Context: an optimization exercise on an open-source flow, tuned for small area, a short achievable clock period and few clock cycles. The choices shown serve that exercise and are no tape-out recipe.
Only simulation tests tie the RTL to the original design; equivalence was not proved.
Power and IR drop assume default switching activity.

<file path="flow/run.sh">
#!/bin/bash
# synth_recipe.tcl (not shown) runs the flow's synth.tcl, then flattens the netlist and writes it again
# the make line also repeats each setting of config.mk as NAME=value (left out here)
make -C /OpenROAD-flow-scripts/flow DESIGN_CONFIG=/design/flow/config.mk WORK_HOME=/design/flow/orfs CLKGATE_MAP_FILE= SYNTH_SCRIPT=/design/flow/synth_recipe.tcl finish
</file>
<file path="flow/constraint.sdc">
create_clock -name core_clock -period 17.0 [get_ports {clk}]
set_input_delay 3.4000 -clock core_clock [delete_from_list [all_inputs] [get_ports {clk}]]
set_output_delay 3.4000 -clock core_clock [all_outputs]
set_load 0.01 [all_outputs]
</file>
<file path="flow/design.v">
module crc_unit (
    input  wire        clk,
    input  wire        rst,           
    input  wire        req_valid,
    output wire        req_ready,
    input  wire        req_write,
    input  wire [2:0]  req_addr,      
    input  wire [31:0] req_wdata,
    output reg         rsp_valid,
    output reg  [31:0] rsp_rdata,
    output reg         exc            
);
    localparam [2:0] A_POLY   = 3'd0,
                     A_CFG    = 3'd1,
                     A_INIT   = 3'd2,
                     A_VALUE  = 3'd3,
                     A_RESULT = 3'd4,
                     A_IN8    = 3'd5,
                     A_IN16   = 3'd6,
                     A_IN32   = 3'd7;
    reg [31:0] poly;
    reg [31:0] init;
    reg [31:0] r;
    reg [4:0]  wm1;                   
    reg        refin, refout, invert;
    reg [31:0] pend;
    reg [2:0]  pend_cnt;
    reg [2:0]  rd_addr;
    function [31:0] width_mask(input [4:0] m1);
        width_mask = 32'hFFFF_FFFF >> (5'd31 - m1);
    endfunction
    function [31:0] reflect(input [31:0] v, input [4:0] m1);
        integer i;
        reg [31:0] rev;
        begin
            for (i = 0; i < 32; i = i + 1)
                rev[i] = v[31 - i];
            reflect = rev >> (5'd31 - m1);
        end
    endfunction
    function [31:0] crc_byte(input [31:0] cur, input [7:0] data, input [31:0] g,
                             input [4:0] m1, input lsb_first);
        integer i;
        reg [31:0] v, mask;
        reg top, x;
        begin
            v = cur;
            mask = width_mask(m1);
            for (i = 0; i < 8; i = i + 1) begin
                x   = lsb_first ? data[i] : data[7 - i];
                top = v[m1];
                v   = (v << 1) & mask;
                if (top ^ x)
                    v = v ^ (g & mask);
            end
            crc_byte = v;
        end
    endfunction
    wire [31:0] mask     = width_mask(wm1);
    wire [31:0] r_fed    = (pend_cnt != 3'd0) ? crc_byte(r, pend[7:0], poly, wm1, refin) : r;
    wire [31:0] res_refl = refout ? reflect(r, wm1) : r;
    wire [31:0] result   = invert ? (res_refl ^ mask) : res_refl;
    assign req_ready = (pend_cnt <= 3'd1);
    wire accept = req_valid && req_ready;
    always @(posedge clk) begin
        if (rst) begin
            poly      <= 32'd0;
            init      <= 32'd0;
            r         <= 32'd0;
            wm1       <= 5'd0;
            refin     <= 1'b0;
            refout    <= 1'b0;
            invert    <= 1'b0;
            pend      <= 32'd0;
            pend_cnt  <= 3'd0;
            rd_addr   <= 3'd0;
            rsp_valid <= 1'b0;
            exc       <= 1'b0;
        end else begin
            rsp_valid <= accept && !req_write;
            exc       <= 1'b0;
            if (accept && !req_write)
                rd_addr <= req_addr;
            r <= r_fed;
            if (pend_cnt != 3'd0) begin
                pend     <= pend >> 8;
                pend_cnt <= pend_cnt - 3'd1;
            end
            if (accept && req_write) begin
                case (req_addr)
                    A_POLY:  poly <= req_wdata;
                    A_CFG: begin
                        if (req_wdata[4:0] < 5'd2) begin
                            exc <= 1'b1;       
                        end else begin
                            wm1    <= req_wdata[4:0];
                            refin  <= req_wdata[8];
                            refout <= req_wdata[9];
                            invert <= req_wdata[10];
                            r      <= r_fed & width_mask(req_wdata[4:0]);
                        end
                    end
                    A_INIT: begin
                        init <= req_wdata;
                        r    <= req_wdata & mask;
                    end
                    A_VALUE: r <= req_wdata & mask;
                    A_IN8: begin
                        pend     <= req_wdata;
                        pend_cnt <= 3'd1;
                    end
                    A_IN16: begin
                        pend     <= req_wdata;
                        pend_cnt <= 3'd2;
                    end
                    A_IN32: begin
                        pend     <= req_wdata;
                        pend_cnt <= 3'd4;
                    end
                    default: ;                 
                endcase
            end
        end
    end
    always @(*) begin
        case (rd_addr)
            A_POLY:   rsp_rdata = poly & mask;
            A_CFG:    rsp_rdata = {21'd0, invert, refout, refin, 3'd0, wm1};
            A_INIT:   rsp_rdata = init & mask;
            A_VALUE:  rsp_rdata = r;
            A_RESULT: rsp_rdata = result;
            default:  rsp_rdata = 32'd0;       
        endcase
    end
endmodule
</file>
<file path="flow/config.mk">
export PLATFORM = sky130hd
export DESIGN_NAME = crc_unit
export DESIGN_NICKNAME = crc_unit
export VERILOG_FILES = /design/flow/design.v
export SDC_FILE = /design/flow/constraint.sdc
export NUM_CORES = 4
export LEC_CHECK = 0
export CAP_MARGIN = 20
export CORE_MARGIN = 2
export CORE_UTILIZATION = 25
export SLEW_MARGIN = 20
</file>
==> notes.md <==
-- what timing repair did --
action | CTS | global route
gates resized for setup | 0 | 2
endpoints found under the setup margin | 0 | 32
setup buffers | 0 | 1
-- kinds of logic after synthesis --
kind of cell	after synthesis	synth area share, %
fa+ha+maj	3	0.178
flops	144	13.7
mux	149	7.85
compound gates	935	30.5
simple gates	1494	32.6
xor+xnor	212	8.84
buf+inv	333	6.42
-- routing by layer --
metal | global-route usage (%) | vias to the layer above
li1 | - | 12125
met3 | 15.3 | 849
met1 | 45.3 | 14071
met5 | 0 | -
met4 | 26.3 | 20
met2 | 50.1 | 2820
-- sequential cells by signal (all words and copies together), names as in the netlist, 3 cells and up --
signal / flops
pend_cnt: 3
init: 32
wm1: 5
pend: 32
poly: 32
r: 32
rd_addr: 3
-- worst max path at each step --
stage                     slack, ns  startpoint  endpoint
final                          0.58      wm1[3]      r[8]
after global routing           0.19      wm1[1]      r[8]
after CTS                      0.62      wm1[1]      r[8]
after detailed placement       0.67      wm1[1]      r[8]
after global placement         0.56      wm1[1]      r[8]
after floorplan                4.24        r[1]      r[7]
-- worst max-delay path: cells and delay by family, from the launching register on --
family,cells,cell delay [ns]
and+or+nand+nor,15,5.27
buffers and inverters,8,1.61
muxes,2,0.59
AOI/OAI and AO/OA,24,7.35
DFF,1,0.81
xor gates and xnor gates,2,0.54
-- where the power goes --
group / leakage (uW) / internal [uW] / switching (uW)
clock: 0.000305 / 241 / 166
sequential: 0.00117 / 359 / 37.0
combinational: 0.00633 / 148 / 444
-- placed cells by master (no fill, tap or decap), types with 30 or more instances in the layout --
master           synthesis  final
dfxtp_1                144    139
a31oi_1                 52     51
clkdlybuf4s50_1          0     72
inv_1                   34     34
o221ai_1                33     33
nor2_1                 335    329
mux2i_1                107    103
o21ai_1                 44     45
a21oi_1                227    226
and3_1                  72     72
nor3_1                 102    100
o21ai_0                139    135
xnor2_1                137    137
nor4_1                  31     30
nand2_1                624    623
nand4_1                 38     38
xor2_1                  74     74
a311oi_1                44     44
buf_4                    6    277
nand3_1                135    135
a22oi_1                 41     41
-- per-stage QoR --
stage / setup slack [ns] / area, um^2 / hold WS, ns / power, uW
floorplan: 4.24 / 21100 / 0.433 / 716
global placement: 0.565 / 24200 / 0.442 / 962
detailed placement: 0.670 / 24200 / 0.447 / 958
CTS: 0.623 / 24800 / 0.457 / 1360
global route: 0.190 / 24800 / 0.470 / 1420
finish: 0.584 / 24900 / 0.456 / 1400
-- final cells by class --
| type | count | area (um^2) | share of cell area [%] |
|---|---|---|---|
| Clock inverter | 13 | 174 | 0.699 |
| Tap cell | 1080 | 1350 | 5.43 |
| Timing Repair Buffer | 352 | 2860 | 11.5 |
| Multi-Input combinational cell | 2793 | 17000 | 68.2 |
| Sequential cell | 144 | 2890 | 11.6 |
| Clock buffer | 19 | 453 | 1.82 |
| Inverter | 37 | 139 | 0.558 |
| Antenna cell | 15 | 37.5 | 0.151 |
==> summary.md <==
| Metric | Value |
|---|---|
| 1st-iter DRT viols | `roughly 6000` |
| PortBufs | `73` |
| Largest net degree at the start of global routing | `slightly below 90` |
| Routability cong. | `about 1.1` |
| Vias/cell | `between 6 and 7` |
| Reg2Reg Capture Point | `r[8]` |
| Status | `no timing/DRC/antenna violations` |
| Vias | `between 20000 and 30000` |
| Clock tree buffer depth | `2` |
| Yosys reg bits | `approximately 140` |
| Reg2reg start | `wm1[3]` |
| Syn_area_per_cell | `6.45 um^2` |
| Global Route Usage Sum | `~37%` |
| Setup repair after global routing missed its margin | `no` |
| Syn_nets | `approximately 3300` |
| WS Path Type | `reg -> reg` |
| Core area | `about 84000 um^2` |
| Clock Latency Late Sink | `~0.46 ns` |
| Fin crit period | `16.42 ns` |
| Hold-fix buffers at CTS | `0` |
| # DRC | `0` |
| Top post-synthesis cells by count | `624 x nand2_1, 335 x nor2_1, 227 x a21oi_1, 223 x clkbuf_1, 144 x dfxtp_1` |
| Hold path depth | `2` |
| Max cap viols | `0` |
| Antenna Nets Post-Route | `0` |
| Final TNS setup | `0 ns` |
| Vias in the first global route | `between 20000 and 30000` |
| Synth cell types | `109` |
| Cells after DPL | `4405` |
| Synth Flop Type | `dfxtp_1` |
| Top cells by area, synth | `dfxtp_1 14%, nand2_1 11%, nor2_1 6.0%` |
| EDFF count, synth | `0` |
| Worst reg2reg setup slack | `about 0.6 ns` |
| Cell Pwr Density | `~56 nW/um^2` |
| Met3 WL post-DR | `approximately 26 mm` |
| Post-Synthesis Cells | `~3300` |
| Post-layout util | `around 30%` |
| Cell Count, Final, Fillers Out | `4453` |
| Num ports | `74` |
| Share of cells above drive strength 1 | `a little over an eighth` |
| Antenna violations before repair | `25` |
| Area Overhead vs Synth | `17.9%` |
| Worst path required time | `~17 ns` |
| Die footprint | `~87000 um^2` |
| WL per Instance | `between 30 and 40 um` |
| Die span in x | `295 um` |
| Worst setup EP type | `flip-flop` |
| GR Overflow Total | `0` |
| Worst hold-check path type | `reg -> reg` |
| FILL cells | `approximately 9400` |
| Startpoint Class | `flip-flop` |
| CP max stage delay | `1.07 ns` |
| Leakage | `0.00780 uW` |
| CTS sink count | `around 140` |
| DRT met1 WL | `60.1 mm` |
| CP most frequent cell | `buf_4` |
| Root Driver | `clkbuf_16` |
| Slew margin rel. | `between 10% and 20%` |
| Slowest cell on the critical path | `nor2_1` |
| Cell with the most instances after synthesis | `nand2_1` |
| Initial Utilization | `about a quarter` |
| Share of the synthesized area in the top cell type | `13.7%` |
| Hold_sp | `poly[17]` |
| Clk_skew | `between 0.02 and 0.025 ns` |
| DP HPWL | `approximately 120 mm` |
| Synth async-reset ratio | `0%` |
| Fin. Hold Viols | `0` |
| Cell accounting for the most synthesized area | `dfxtp_1` |
| First-pass GRT wire length | `between 200 and 250 mm` |
| CTS clock-pin slew for the worst setup and hold paths | `around 0.07 ns` |
| Worst slew pin tran | `between 1 and 1.5 ns` |
| Final Max Slew Viols | `0` |
| Maximum clock frequency | `just over 60 MHz` |
| Hold Path Sink | `poly[17]` |
| Final WL | `165 mm` |
| Max VDD drop | `between 0.08 and 0.09 mV` |
| Syn. warnings | `1` |
| Die height | `between 200 and 300 um` |
| Cts bufs inserted | `17` |
| Nets | `~3400` |
| R2R cell count | `slightly above 50` |
| Worst-path fanout max | `27` |
| Top routing layer in use | `met5` |
| Sequential share of the synthesized area | `a little over an eighth` |
| Met2 Routed Length | `62.8 mm` |
| # H-tree levels | `4` |
| Final cycle utilization of the critical path | `a little over nine tenths` |
| Post-Syn Area | `between 20000 and 25000 um^2` |
| Crit path DAT | `16.71 ns` |
| DR pass1 iterations | `9` |
| # setup viols final | `0` |
| CTS tree | `done` |
| Num rows | `106` |
Testbench counts, summed over its fixed seeds: cycles 113,702.

-- re-timing with driven ports --
The flow's constraints put no driver on any port. The routed layout listed below was extracted and timed again, unchanged, in two steps. Step 1 sets driving cells, clkbuf_16 on the clock port and buf_2 on the other inputs (assumed; they add their load-dependent delay and slew). Step 2 also shifts input and output timing later by t, the mid clock arrival at the registers, as if the neighbouring blocks saw the same clock. Slacks: no drivers / after step 1 / after step 2; pairs: no drivers / after step 1.
t, ns: 0.503
slack for setup (ns): 0.584 / 0.584 / 0.584
worst hold slack (ns): 0.456 / 0.456 / 0.456
worst setup path after step 2: register to register
After both steps this run still meets setup and hold. The setup slack of this run moves by 0.000 ns with the drivers and by 0.000 ns with both steps.
